This is an optimization exercise on Yosys and OpenROAD, whose aim is small area, a short achievable clock period and few clock cycles, not a production implementation.
Only the layout flow was run in this run; the RTL was not checked for function there.
Power is estimated from default activity; no workload was simulated.

### design/flow/config.mk
export PLATFORM = sky130hd
export DESIGN_NAME = hyb_encoder
export DESIGN_NICKNAME = hyb_encoder
export VERILOG_FILES = /design/flow/design.v
export SDC_FILE = /design/flow/constraint.sdc
export NUM_CORES = 4
export LEC_CHECK = 0
export CAP_MARGIN = 20
export CORE_MARGIN = 2
export CORE_UTILIZATION = 40
export SETUP_SLACK_MARGIN = 5
export SLEW_MARGIN = 20
### design/flow/constraint.sdc
create_clock -name core_clock -period 10.0 [get_ports {clk}]
set_input_delay 2.0000 -clock core_clock [delete_from_list [all_inputs] [get_ports {clk}]]
set_output_delay 2.0000 -clock core_clock [all_outputs]
set_load 0.01 [all_outputs]
### design/flow/design.v
module hyb_encoder (
    input  wire        clk,
    input  wire        rst,
    input  wire [19:0] cfg_knee0,        
    input  wire [19:0] cfg_knee1,        
    input  wire [19:0] cfg_knee2,        
    input  wire [2:0]  cfg_log2_s,       
    input  wire [25:0] cfg_period_ns,    
    input  wire [4:0]  cfg_width,        
    input  wire        cfg_dither_en,    
    input  wire        cfg_colour_rot,   
    input  wire [1:0]  cfg_fc,           
    input  wire        in_valid,
    output reg         in_ready,
    input  wire [19:0] in_p,
    input  wire [3:0]  in_trim,          
    input  wire [1:0]  in_colour,
    input  wire        in_x0,            
    input  wire        in_y0,            
    output reg         out_valid,
    output reg  [7:0]  out_a,
    output reg  [16:0] out_h,
    output reg  [9:0]  lad_addr,         
    input  wire [19:0] lad_rdata
);
    localparam [2:0] S_EMPTY = 3'd0,     
                     S_FIRST = 3'd1,     
                     S_P     = 3'd2,     
                     S_N     = 3'd3,     
                     S_F     = 3'd4,     
                     S_DONE  = 3'd5;     
    wire [2:0] k_req = (cfg_log2_s == 3'd7) ? 3'd6 : cfg_log2_s;
    reg  [2:0] k_use;
    integer jx;
    always @(*) begin
        k_use = 3'd0;
        for (jx = 1; jx <= 6; jx = jx + 1)
            if (jx <= k_req && {6'd0, cfg_period_ns} >= (32'd130208 << jx))
                k_use = jx[2:0];
    end
    reg [2:0] k_r;
    reg [4:0] width_r;
    reg [1:0] fc_r;
    reg       rot_r, dith_r;
    always @(posedge clk) begin
        k_r     <= k_use;
        width_r <= (cfg_width > 5'd16) ? 5'd16 : cfg_width;
        fc_r    <= cfg_fc;
        rot_r   <= cfg_colour_rot;
        dith_r  <= cfg_dither_en;
    end
    reg ph;           
    reg acc_turn;     
    reg out_turn;     
    reg [2:0]  t_st;
    reg        t_live;        
    reg        t_hand;        
    reg [19:0] t_p;
    reg [17:0] t_k;           
    reg [3:0]  t_d;           
    reg [1:0]  t_c;           
    reg [1:0]  t_col;
    reg [9:0]  t_pd;          
    reg [7:0]  t_m;           
    reg [2:0]  t_b;
    reg [7:0]  t_j;           
    reg [7:0]  t_nmin;
    reg [7:0]  t_nhi;
    reg [19:0] t_lpa;         
    reg        t_lv;
    reg [19:0] t_inp;
    reg [3:0]  t_trim;
    reg [1:0]  t_incol;
    reg        t_x0, t_y0;
    reg [2:0]  d_st;
    reg        d_live;
    reg [19:0] d_p;
    reg [17:0] d_k;           
    reg [3:0]  d_trim;
    reg [3:0]  d_d;
    reg [1:0]  d_c;
    reg [1:0]  d_col;
    reg [9:0]  d_pd;
    reg [7:0]  d_m;
    reg [2:0]  d_b;
    reg [7:0]  d_nmin;        
    reg [7:0]  d_nhi0;
    reg [7:0]  d_nmin1;       
    reg [7:0]  d_nhi;
    reg [19:0] d_lpa;
    reg        d_lv;
    reg [9:0]  d_pdb;         
    reg [7:0]  d_a0;          
    reg [7:0]  d_a1;          
    reg [7:0]  d_y0;          
    reg [7:0]  d_y1;          
    reg [3:0]  d_c1;          
    reg [3:0]  d_c2;          
    reg [1:0]  d_c3;          
    reg [1:0]  d_c4;          
    wire        t_isp    = (t_st == S_P);
    wire        t_isfirst = (t_st == S_FIRST);
    reg [19:0] kc_raw;
    always @(*) begin
        case (t_incol)
            2'd0:    kc_raw = cfg_knee0;
            2'd1:    kc_raw = cfg_knee1;
            default: kc_raw = cfg_knee2;
        endcase
    end
    wire [17:0] kc_t = (kc_raw < 20'h01000) ? 18'h01000 :
                       (kc_raw > 20'h30000) ? 18'h30000 : kc_raw[17:0];
    reg [1:0] m_dith;
    always @(*) begin
        case ({t_y0, t_x0})
            2'b00:   m_dith = 2'd0;
            2'b01:   m_dith = 2'd2;
            2'b10:   m_dith = 2'd3;
            default: m_dith = 2'd1;
        endcase
    end
    wire [1:0] cr    = rot_r ? t_incol : 2'd0;
    wire [1:0] phi_t = dith_r ? (m_dith + fc_r + cr) : 2'd0;
    wire [6:0] wphi  = width_r * phi_t;
    wire [3:0] d_t   = wphi[5:2];                           
    wire [1:0] c_t   = dith_r ? phi_t : 2'd2;               
    wire        t_newk = t_isp && (t_b == 3'd6);
    wire [17:0] k_add  = t_k + t_inp[17:0] + {17'd0, t_inp[18]};
    wire [7:0]  t_mask   = (8'd1 << t_b) - 8'd1;
    wire [7:0]  t_bit    = 8'd1 << t_b;
    wire [7:0]  t_probe  = t_m | t_mask;
    wire [7:0]  t_above  = t_m | t_bit;            
    wire [7:0]  t_lo1    = t_isp ? t_above : (t_j + 8'd1);
    wire [7:0]  t_hi0    = t_isp ? t_probe : t_j;
    wire [7:0]  t_nmin1  = (t_lo1 > t_nmin) ? t_lo1 : t_nmin;
    wire [7:0]  t_nhi0   = (t_hi0 < t_nhi) ? t_hi0 : t_nhi;
    wire [9:0]  t_pd1  = t_pd + 10'd1;                      
    wire [7:0]  t_top  = ~{4'd0, t_d};                      
    wire        t_m255  = (t_m == 8'd255);
    wire        t_m254  = (t_m == 8'd254);
    wire        nhi_le  = !t_pd[9] && ({2'b0, t_nhi}  <= t_pd);
    wire        hi0_le  = !t_pd[9] && ({2'b0, t_hi0}  <= t_pd);
    wire        nmin_gt = t_pd[9]  || ({2'b0, t_nmin} >  t_pd);
    wire        lo1_gt  = t_pd[9]  || ({2'b0, t_lo1}  >  t_pd);
    wire        nhi_e1  = ({2'b0, t_nhi}  == t_pd1);
    wire        hi0_e1  = ({2'b0, t_hi0}  == t_pd1);
    wire        nmin_e1 = ({2'b0, t_nmin} == t_pd1);
    wire        lo1_e1  = ({2'b0, t_lo1}  == t_pd1);
    wire [3:0] c1, c2;
    wire [1:0] c3, c4;
    assign c1[0] = t_m255 || nhi_le || hi0_le;
    assign c1[1] = t_m255 || nhi_le;
    assign c1[2] = t_isp ? (t_m254 || nhi_le || hi0_le || nhi_e1 || hi0_e1) : c1[0];
    assign c1[3] = t_isp ? (t_m254 || nhi_le || nhi_e1) : c1[1];
    assign c2[0] = nmin_gt;
    assign c2[1] = nmin_gt || lo1_gt;
    assign c2[2] = t_isp ? (nmin_gt && !nmin_e1) : c2[0];
    assign c2[3] = t_isp ? ((nmin_gt && !nmin_e1) || (lo1_gt && !lo1_e1)) : c2[1];
    assign c3[0] = (t_nmin >= t_top);
    assign c3[1] = (t_nmin >= t_top) || (t_lo1 >= t_top);
    assign c4[0] = (t_nmin == t_nhi) || (t_nmin == t_hi0);
    assign c4[1] = (t_nmin == t_nhi) || (t_lo1 == t_nhi);
    wire [8:0]  t_nx0     = {1'b0, t_nmin}  + (c4[0] ? {5'd0, t_d} : {1'b0, t_nhi0});
    wire [8:0]  t_nx1     = {1'b0, t_nmin1} + (c4[1] ? {5'd0, t_d} : {1'b0, t_nhi});
    wire [7:0]  t_ny0     = c4[0] ? t_nx0[7:0] : t_nx0[8:1];
    wire [7:0]  t_ny1     = c4[1] ? t_nx1[7:0] : t_nx1[8:1];
    wire [7:0]  t_mask1  = t_mask >> 1;                     
    wire        id        = ph;
    wire        d_isfirst = (d_st == S_FIRST);
    wire        d_isempty = (d_st == S_EMPTY);
    wire        ltp       = lad_rdata < d_p;
    wire        ltk       = lad_rdata < {2'b0, d_k};
    wire [7:0]  d_bit    = 8'd1 << d_b;
    wire        bneg0 = d_trim[1];
    wire        bone0 = d_trim[0];
    wire        btwo0 = d_trim[1] & ~d_trim[0];
    wire        bneg1 = d_trim[3] & ~(d_trim[2] & d_trim[1]);
    wire        bone1 = d_trim[2] ^ d_trim[1];
    wire        btwo1 = (d_trim[3] & ~d_trim[2] & ~d_trim[1]) | (~d_trim[3] & d_trim[2] & d_trim[1]);
    wire [19:0] bm0   = ({20{bone0}} & {2'b0, d_k}) | ({20{btwo0}} & {1'b0, d_k, 1'b0});
    wire [19:0] bm1   = ({20{bone1}} & {2'b0, d_k}) | ({20{btwo1}} & {1'b0, d_k, 1'b0});
    wire [22:0] kx    = {d_k, 3'b0, bneg0 & bneg1, bneg0 ^ bneg1};
    wire [22:0] ky    = bneg0 ? ~{3'b0, bm0} : {3'b0, bm0};
    wire [22:0] kz    = bneg1 ? ~{1'b0, bm1, 2'b0} : {1'b0, bm1, 2'b0};
    wire [22:0] ks    = kx ^ ky ^ kz;
    wire [22:0] kcy   = {(kx[21:0] & ky[21:0]) | (kx[21:0] & kz[21:0]) | (ky[21:0] & kz[21:0]), 1'b0};
    wire [5:0]  klow  = {1'b0, ks[4:0]} + {1'b0, kcy[4:0]};
    wire dfree0, dfree1;
    wire can_hand = id ? dfree1 : dfree0;
    wire p_zero   = (d_p == 20'd0);
    wire take_ok  = in_valid && (acc_turn == id);     
    localparam integer NW = 1 + 1 + 3 + 10 + 8 + 3 + 8 + 8 + 8 + 1 + 1 + 8;
    function [NW-1:0] dstep;
        input tp;
        input tk;
        reg [7:0] m1, pa, nmin1, nhi1, y, addr, j1, nn, nh;
        reg [9:0] pd1;
        reg [2:0] st, b1;
        reg       lv1, lsel, dec, hand, nw;
        begin
            nmin1 = tk ? d_nmin1 : d_nmin;
            nhi1  = tk ? d_nhi   : d_nhi0;
            y     = tk ? d_y1 : d_y0;
            dec   = 1'b0;
            hand  = 1'b0;
            nw    = 1'b0;
            st    = S_EMPTY;
            pd1   = d_pd;
            m1    = d_m;
            pa    = d_m;
            b1    = d_b;
            j1    = 8'd0;
            nn    = d_nmin;
            nh    = d_nhi;
            lv1   = d_lv;
            lsel  = 1'b0;
            addr  = 8'd0;
            case (d_st)
                S_EMPTY: begin
                    if (in_ready && in_valid) begin
                        nw   = 1'b1;
                        st   = S_FIRST;
                        addr = 8'd127;
                    end
                end
                S_FIRST, S_P: begin
                    m1   = tp ? (d_m | d_bit) : d_m;
                    pd1  = tp ? d_pdb : d_pd;
                    lv1  = d_lv | !tp;
                    lsel = !tp;
                    nn   = nmin1;
                    nh   = nhi1;
                    if (d_isfirst && d_live && !in_valid)
                        st = S_EMPTY;
                    else if (d_isfirst && p_zero) begin
                        hand = 1'b1;
                        st   = S_DONE;
                        m1   = 8'd0;
                    end else if (d_b != 3'd0) begin
                        st   = S_P;
                        b1   = d_b - 3'd1;
                        addr = tp ? d_a1 : d_a0;
                    end else begin
                        dec = 1'b1;
                        pa  = m1;
                    end
                end
                S_N: begin
                    dec = 1'b1;
                    nn  = nmin1;
                    nh  = nhi1;
                end
                S_F: begin
                    hand = 1'b1;
                    st   = S_DONE;
                    lsel = 1'b1;
                end
                S_DONE: begin
                    hand = 1'b1;
                    st   = S_DONE;
                end
                default: ;
            endcase
            if (dec) begin
                if (d_c1[{tp, tk}]) begin
                    m1   = pa;
                    hand = lv1;
                    addr = pa;
                    st   = lv1 ? S_DONE : S_F;
                end else if (d_c2[{tp, tk}] && d_c3[tk]) begin
                    m1   = 8'd255;
                    addr = 8'd255;
                    st   = S_F;
                end else if (d_c2[{tp, tk}] && d_c4[tk]) begin
                    m1   = y;
                    addr = y;
                    st   = S_F;
                end else begin
                    m1   = pa;
                    j1   = y;
                    addr = y;
                    st   = S_N;
                end
            end
            if (hand && can_hand) begin
                st = S_EMPTY;
                if (take_ok && !d_isfirst) begin
                    nw   = 1'b1;
                    st   = S_FIRST;
                    addr = 8'd127;
                end
            end
            dstep = {hand, nw, st, pd1, m1, b1, j1, nn, nh, lv1, lsel, addr};
        end
    endfunction
    wire [NW-1:0] nx00 = dstep(1'b0, 1'b0);
    wire [NW-1:0] nx01 = dstep(1'b0, 1'b1);
    wire [NW-1:0] nx10 = dstep(1'b1, 1'b0);
    wire [NW-1:0] nx11 = dstep(1'b1, 1'b1);
    wire [NW-1:0] nx   = ltp ? (ltk ? nx11 : nx10) : (ltk ? nx01 : nx00);
    wire       n_hand = nx[NW-1];
    wire       n_new  = nx[NW-2];
    wire [2:0] n_st   = nx[NW-3 -: 3];
    wire [9:0] n_pd   = nx[NW-6 -: 10];
    wire [7:0] n_m    = nx[NW-16 -: 8];
    wire [2:0] n_b    = nx[NW-24 -: 3];
    wire [7:0] n_j    = nx[NW-27 -: 8];
    wire [7:0] n_nmin = nx[NW-35 -: 8];
    wire [7:0] n_nhi  = nx[NW-43 -: 8];
    wire       n_lv   = nx[9];
    wire       n_lsel = nx[8];
    wire [7:0] n_addr = nx[7:0];
    wire [19:0] n_lpa   = n_lsel ? lad_rdata : d_lpa;
    wire        handoff = n_hand && can_hand;
    wire        accept  = in_ready && in_valid;
    wire        tid    = ~ph;                     
    wire        h_zero = (t_p == 20'd0);
    wire [19:0] h_l    = h_zero ? 20'hFFFFF : t_lpa;
    wire [7:0]  h_a    = h_zero ? 8'd0 : t_m;
    wire [4:0]  h_cnt  = h_zero ? 5'd1 : (5'd13 + {2'd0, k_r});
    reg  [1:0]  dv_busy;
    reg  [1:0]  dv_rdy;
    reg  [1:0]  dv_init;
    reg  [9:0]  dv_cnt;
    reg  [39:0] dv_rem;
    reg  [39:0] dv_l;
    reg  [39:0] dv_q;
    reg  [15:0] dv_a;
    reg  [3:0]  dv_c;
    wire [1:0] dv_last;
    assign dfree0 = (!dv_busy[0] && !dv_rdy[0]) || ((dv_rdy[0] || dv_last[0]) && out_turn == 1'b0);
    assign dfree1 = (!dv_busy[1] && !dv_rdy[1]) || ((dv_rdy[1] || dv_last[1]) && out_turn == 1'b1);
    wire        o_rdy = dv_rdy[out_turn];
    wire [19:0] o_q   = out_turn ? dv_q[39:20] : dv_q[19:0];
    wire [7:0]  o_a   = out_turn ? dv_a[15:8]  : dv_a[7:0];
    wire [1:0]  o_c   = out_turn ? dv_c[3:2]   : dv_c[1:0];
    wire [19:0] o_sum = o_q + {17'd0, o_c, 1'b1};
    genvar g;
    generate
        for (g = 0; g < 2; g = g + 1) begin : dv
            wire [19:0] rem  = dv_rem[g*20 +: 20];
            wire [19:0] q    = dv_q[g*20 +: 20];
            wire [21:0] sub  = {1'b0, rem, 1'b0} - {2'b0, dv_l[g*20 +: 20]};
            wire        qb   = !sub[21];
            wire        ld   = t_hand && (tid == g);
            wire        last = dv_busy[g] && (dv_cnt[g*5 +: 5] == 5'd1);
            assign dv_last[g] = last;
            always @(posedge clk) begin
                if (ld) begin
                    dv_cnt[g*5 +: 5]   <= h_cnt;
                    dv_init[g]         <= 1'b1;
                    dv_rem[g*20 +: 20] <= t_p;
                    dv_l[g*20 +: 20]   <= h_l;
                    dv_a[g*8 +: 8]     <= h_a;
                    dv_c[g*2 +: 2]     <= t_c;
                end else if (dv_busy[g]) begin
                    dv_cnt[g*5 +: 5]   <= dv_cnt[g*5 +: 5] - 5'd1;
                    dv_init[g]         <= 1'b0;
                    dv_rem[g*20 +: 20] <= qb ? sub[19:0] : {rem[18:0], 1'b0};
                    dv_q[g*20 +: 20]   <= {dv_init[g] ? 19'd0 : q[18:0], qb};
                end
                if (rst)
                    dv_busy[g] <= 1'b0;
                else if (ld)
                    dv_busy[g] <= 1'b1;
                else if (last)
                    dv_busy[g] <= 1'b0;
                if (rst)
                    dv_rdy[g] <= 1'b0;
                else if (last)
                    dv_rdy[g] <= 1'b1;
                else if (out_turn == g)
                    dv_rdy[g] <= 1'b0;
            end
        end
    endgenerate
    always @(posedge clk) begin
        d_st    <= t_st;
        d_live  <= t_live;
        d_p     <= t_isfirst ? t_inp : t_p;
        d_col   <= t_isfirst ? t_incol : t_col;
        d_k     <= t_isfirst ? kc_t : (t_newk ? k_add : t_k);
        d_trim  <= t_trim;
        d_d     <= t_isfirst ? d_t : t_d;
        d_c     <= t_isfirst ? c_t : t_c;
        d_pd    <= t_pd;
        d_pdb   <= t_pd + {2'b0, t_bit};
        d_a0    <= t_m | t_mask1;
        d_a1    <= t_m | t_bit | t_mask1;
        d_y0    <= t_ny0;
        d_y1    <= t_ny1;
        d_m     <= t_m;
        d_b     <= t_b;
        d_nmin  <= t_nmin;
        d_nhi0  <= t_nhi0;
        d_nmin1 <= t_nmin1;
        d_nhi   <= t_nhi;
        d_lpa   <= t_lpa;
        d_lv    <= t_lv;
        if (t_isfirst) begin
            d_pd    <= 10'd0 - {6'd0, d_t};
            d_pdb   <= 10'd128 - {6'd0, d_t};
            d_a0    <= 8'd63;
            d_a1    <= 8'd191;
            d_m     <= 8'd0;
            d_b     <= 3'd7;
            d_nmin  <= 8'd0;
            d_nmin1 <= 8'd0;
            d_nhi   <= 8'd255;
            d_nhi0  <= 8'd255;
            d_lv    <= 1'b0;
        end
        d_c1    <= c1;
        d_c2    <= c2;
        d_c3    <= c3;
        d_c4    <= c4;
        t_st   <= n_st;
        t_live <= n_new && !d_isempty;
        t_hand <= handoff;
        t_p    <= d_p;
        t_d    <= d_d;
        t_c    <= d_c;
        t_col  <= d_col;
        t_pd   <= n_pd;
        t_m    <= n_m;
        t_b    <= n_b;
        t_j    <= n_j;
        t_nmin <= n_nmin;
        t_nhi  <= n_nhi;
        t_lpa  <= n_lpa;
        t_lv   <= n_lv;
        t_k    <= d_isfirst ? ks[22:5] : d_k;
        t_inp  <= d_isfirst ? {1'b0, klow[5], kcy[22:5]} : in_p;
        t_trim  <= in_trim;
        t_incol <= in_colour;
        t_x0    <= in_x0;
        t_y0    <= in_y0;
        lad_addr <= {n_new ? in_colour : d_col, n_addr};
        out_valid <= o_rdy;
        out_a     <= o_a;
        out_h     <= o_sum[19:3];
        if (o_rdy) out_turn <= ~out_turn;
        ph <= ~ph;
        if (accept) acc_turn <= ~acc_turn;
        in_ready <= (t_st == S_FIRST) ? t_live
                  : (t_st == S_EMPTY) && ((acc_turn ^ accept) != ph);
        if (rst) begin
            t_st      <= S_EMPTY;
            d_st      <= S_EMPTY;
            t_hand    <= 1'b0;
            ph        <= 1'b0;
            acc_turn  <= 1'b0;
            out_turn  <= 1'b0;
            out_valid <= 1'b0;
            in_ready  <= 1'b0;
        end
    end
endmodule
### design/flow/run.sh
#!/bin/bash
# synth_recipe.tcl (not shown) runs the flow's synth.tcl, then flattens the netlist and writes it again
# the make line also repeats each setting of config.mk as NAME=value (left out here)
make -C /OpenROAD-flow-scripts/flow DESIGN_CONFIG=/design/flow/config.mk WORK_HOME=/design/flow/orfs CLKGATE_MAP_FILE= SYNTH_SCRIPT=/design/flow/synth_recipe.tcl finish
==> results.cfg <==
[cts]
htree_levels = 2
tritoncts = done
clock_latency_ns = 0.63
cts_buffer_depth = 3
cts-buffers-inserted = 59
clk_pin_slew_ns = 0.06
cts_root_buffer = clkbuf_16
cts.sinks = 534
ctsHoldBuffers = 0

[hold_path]
hold_class = reg -> reg

[critical_path]
setup.worst_path.end_class = flip-flop
cp_slowest_cell = clkdlybuf4s50_1
max_stage_delay_ns = 0.69
critPathRequiredTime_ns = 10.52
crit_arrival_ns = 5.41
cp_max_fo = 47
crit_path_start_kind = input pin
crit_type = in -> reg
path_cells = clkdlybuf4s50_1 > ha_1 > a22oi_1 > nand2_1 > a211o_1 > o21ai_1 > a21o_4 > buf_12 > mux2i_4 > a2bb2oi_4 > mux2_2

[sta]
rsz0062_at_grt = true
tightest_slew_ns = 1.05
finalCriticalPeriod_ns = 4.89
fmax_mhz = 205
clock_skew_ns = 0.0222
holdWs_ns = 0.325
final-setup-viol-count = 0
hold_violations = 0
finalCritPeriodShare = 0.489
slew_viol_final = 0
fin_tns_setup_ns = 0
slew-limit-headroom = 0.298

[yosys]
async_reset_ff_frac = 0
synthFlopType = dfxtp_1
postSynthAreaPerCell_um2 = 9.14
synthesis.area_um2 = 30400
ys.warnings.count = 1
synthCells = 3323
synth_edf_count = 150
ys_seq_area_frac = 0.402
ys_ff_latch = 534
synth.distinct_cells = 96
synth_fp_nets = 3697

[global_route]
grt_use_met1 = 0.305
grt_max_degree = 53
top_usage_layer = met2
grt_pass1_wl_um = 133000
antenna_found_initial = 3
first_global_vias = 23400
met2_usage = 0.332
met3_usage = 0.0294
grt_overflow = 0
grt_usage = 0.213

[outcome]
status = no timing/DRC/antenna violations

[drt]
ant_nets = 0
first_pass_iters = 6
via_per_inst = 5.48
via_count = 24600
wl_um = 85000
wl_per_cell_um = 19.0
drt-initial-drc-count = 2161
drc = 0

[die]
die_w_um = 280
io_pins = 186
rows = 101
fp.dieH_um = 280
dieArea_um2 = 78100
start_util = 0.402
coreArea_um2 = 75600

[placement]
post-dp-hpwl_um = 61600
io_buffers = 179
place.gp.congestion = 0.914

[pwr]
p_int_w = 0.00581
p_leak_nw = 14.5
cellPowerDensity_nw_per_um2 = 264
netSwitchingPower_w = 0.00358
seqPwrFrac = 0.363
p_sw_frac = 0.381
pwr-share-comb = 0.389
clkPwrFrac = 0.248
irDropWorstVdd_v = 0.000126

[finish]
area_delta_synth_final_pct = 17.3
n_antenna_cell = 0
drive_above_1_share = 0.103
nNetsFinal = 3830
nFillCells = 7216

[run]
cap_violations = 0
==> sequential cells by signal, summed over array words and instances (netlist names), 10 cells and up <==
| name | cells |
|---|---|
| dv_l | 40 |
| dv_q | 40 |
| dv_rem | 40 |
| d_lpa | 20 |
| d_p | 20 |
| t_inp | 20 |
| t_lpa | 20 |
| t_p | 20 |
| d_k | 18 |
| t_k | 18 |
| out_h | 17 |
| dv_a | 16 |
| d_pd | 10 |
| d_pdb | 10 |
| dv_cnt | 10 |
| lad_addr | 10 |
| t_pd | 10 |
==> synth_stat cells (8+ instances only) <==
cell       count  share of area
mux2i_1       69          0.023
edfxtp_1     150           0.15
fa_1          26          0.017
a222oi_1      20         0.0066
a21o_1        49          0.012
or3_1         11         0.0023
nor2b_1       76          0.016
dfxtp_1      384           0.25
o31ai_1       10         0.0025
ha_1         199          0.082
o22a_1        26         0.0075
o21ai_0      164          0.027
buf_1         26         0.0032
mux2_2        78          0.029
a21oi_1      171          0.028
o221ai_1      11         0.0032
nand2_1      390          0.048
o22ai_1       76          0.016
a31oi_1       30         0.0062
a22oi_1       40         0.0099
a221oi_1      14         0.0040
and3_1        27         0.0056
nand4_1       28         0.0058
o21a_1        29         0.0072
o211ai_1      47          0.012
inv_1        193          0.024
nand2b_1      44         0.0091
nor3_1        68          0.011
nand3_1       45         0.0074
a211oi_1      18         0.0045
a2111oi_0      8         0.0023
xnor2_1      117          0.034
xor2_1        70          0.020
or2_2         34         0.0070
clkbuf_1     121          0.015
and2_1        41         0.0084
nor2_1       227          0.028
nor4_1        19         0.0039
o21bai_1      11         0.0027
buf_2         15         0.0025
==> cell families (layout without fill, tap and decap cells) <==
family | count (synthesis) | after routing | share of synthesized area
xor+xnor | 188 | 188 | 0.0547
simple gates | 1044 | 1044 | 0.162
buf+inv | 363 | 544 | 0.0466
mux | 156 | 156 | 0.0560
fa+ha+maj | 225 | 225 | 0.0992
compound gates | 813 | 815 | 0.180
flops | 534 | 534 | 0.402
==> power groups by stage <==
stage	clock network, W	logic [W]	registers (W)
after detailed placement	0	0.00341	0.00344
after global routing	0.00246	0.00405	0.00347
after floorplan	0	0.00266	0.00308
after global placement	0	0.00338	0.00344
final	0.00233	0.00365	0.00342
after CTS	0.00238	0.00354	0.00339
==> layout make-up <==
class	instances	area, um2	share of cell area
Clock inverter	27	362	0.0102
Clock buffer	84	1750	0.0492
Inverter	196	738	0.0207
Timing Repair Buffer	237	2260	0.0633
Multi-Input combinational cell	2428	17100	0.479
Tap cell	978	1220	0.0344
Sequential cell	534	12200	0.343
==> cells in the final DEF, fill, tap and decap left out, types with 12 or more instances in the layout <==
cell type	count
nand2_1	386
nand4_1	28
o22ai_1	76
a21oi_1	162
and3_1	27
ha_1	195
nand2b_1	44
clkbuf_16	62
o21a_1	29
nor2b_1	76
nor4_1	19
buf_4	55
nor3_1	63
mux2_2	76
or2_2	34
dfxtp_1	378
nand3_1	45
a211oi_1	18
xor2_1	70
a222oi_1	20
o21ai_0	158
a31oi_1	29
nor2_1	226
xnor2_1	117
inv_1	190
mux2i_1	68
o211ai_1	47
a221oi_1	14
o22a_1	26
a22oi_1	40
a21o_1	48
and2_1	40
clkbuf_8	12
fa_1	25
clkdlybuf4s50_1	176
edfxtp_1	150
==> path summary, 6_finish.rpt <==
kind                                    start           to  slack, ns  cells past startpoint
worst max-delay path            lad_rdata[16]  lad_addr[9]       5.11                     11
worst min-delay path                   d_d[2]       t_d[2]       0.32                      0
worst max register to register         t_b[0]      d_y0[7]       5.12                     20
worst min register to register         d_d[2]       t_d[2]       0.32                      0
==> layer usage <==
layer	share of wire	routed length [um]
met2	0.44	37300
met4	0.026	2180
met1	0.48	40600
met3	0.059	5000
met5	0.00015	13
==> per-stage QoR <==
| stage | setup slack, ns | cell area [um2] | total power [W] | util | std cells |
|---|---|---|---|---|---|
| after global placement | 3.37 | 33000 | 0.00681 | 0.437 | 4346 |
| final | 5.11 | 35600 | 0.00940 | 0.471 | 4484 |
| after global routing | 4.97 | 35600 | 0.00998 | 0.471 | 4484 |
| after detailed placement | 3.37 | 33000 | 0.00685 | 0.437 | 4346 |
| after floorplan | 5.04 | 30400 | 0.00574 | - | 3323 |
| after CTS | 4.98 | 35400 | 0.00932 | 0.469 | 4471 |
==> worst max-delay path: cells and delay by family <==
kind            cells  cell delay, ns
buf+inv             2            0.94
compound gates      5            1.27
simple gates        1            0.13
mux                 2            0.71
fa+ha+maj           1            0.32
==> repair_timing <==
item                       4_1_cts  5_1_grt
setup endpoints to repair       62       18
pin swaps                        4        8
buffers inserted                13       12
cloned                           1        1
gates resized for setup         40       25

==> re-timing with driven ports <==
The results above use ideal ports. As a check the final layout listed here was re-extracted and re-timed, cells and wires unchanged. Step 1, drivers: a clkbuf_16 drives clk and a buf_2 each remaining input, both assumed. Step 2, shift: input delay + t, output delay - t, t = (earliest + latest rising clock arrival at the registers) / 2. This alone moves slack from input paths to output paths. a / b / c = ideal / step 1 / step 2; a / b = the first two.
shift t [ns]: 0.678
setup slack, ns: 5.112 / 5.115 / 4.465
hold WS [ns]: 0.325 / 0.325 / 0.325
slew at the worst register clock pin (ns): 0.06 / 0.06
After both steps this run still meets setup and hold. The setup slack of this run moves by +0.003 ns with the drivers and by -0.647 ns with both steps.
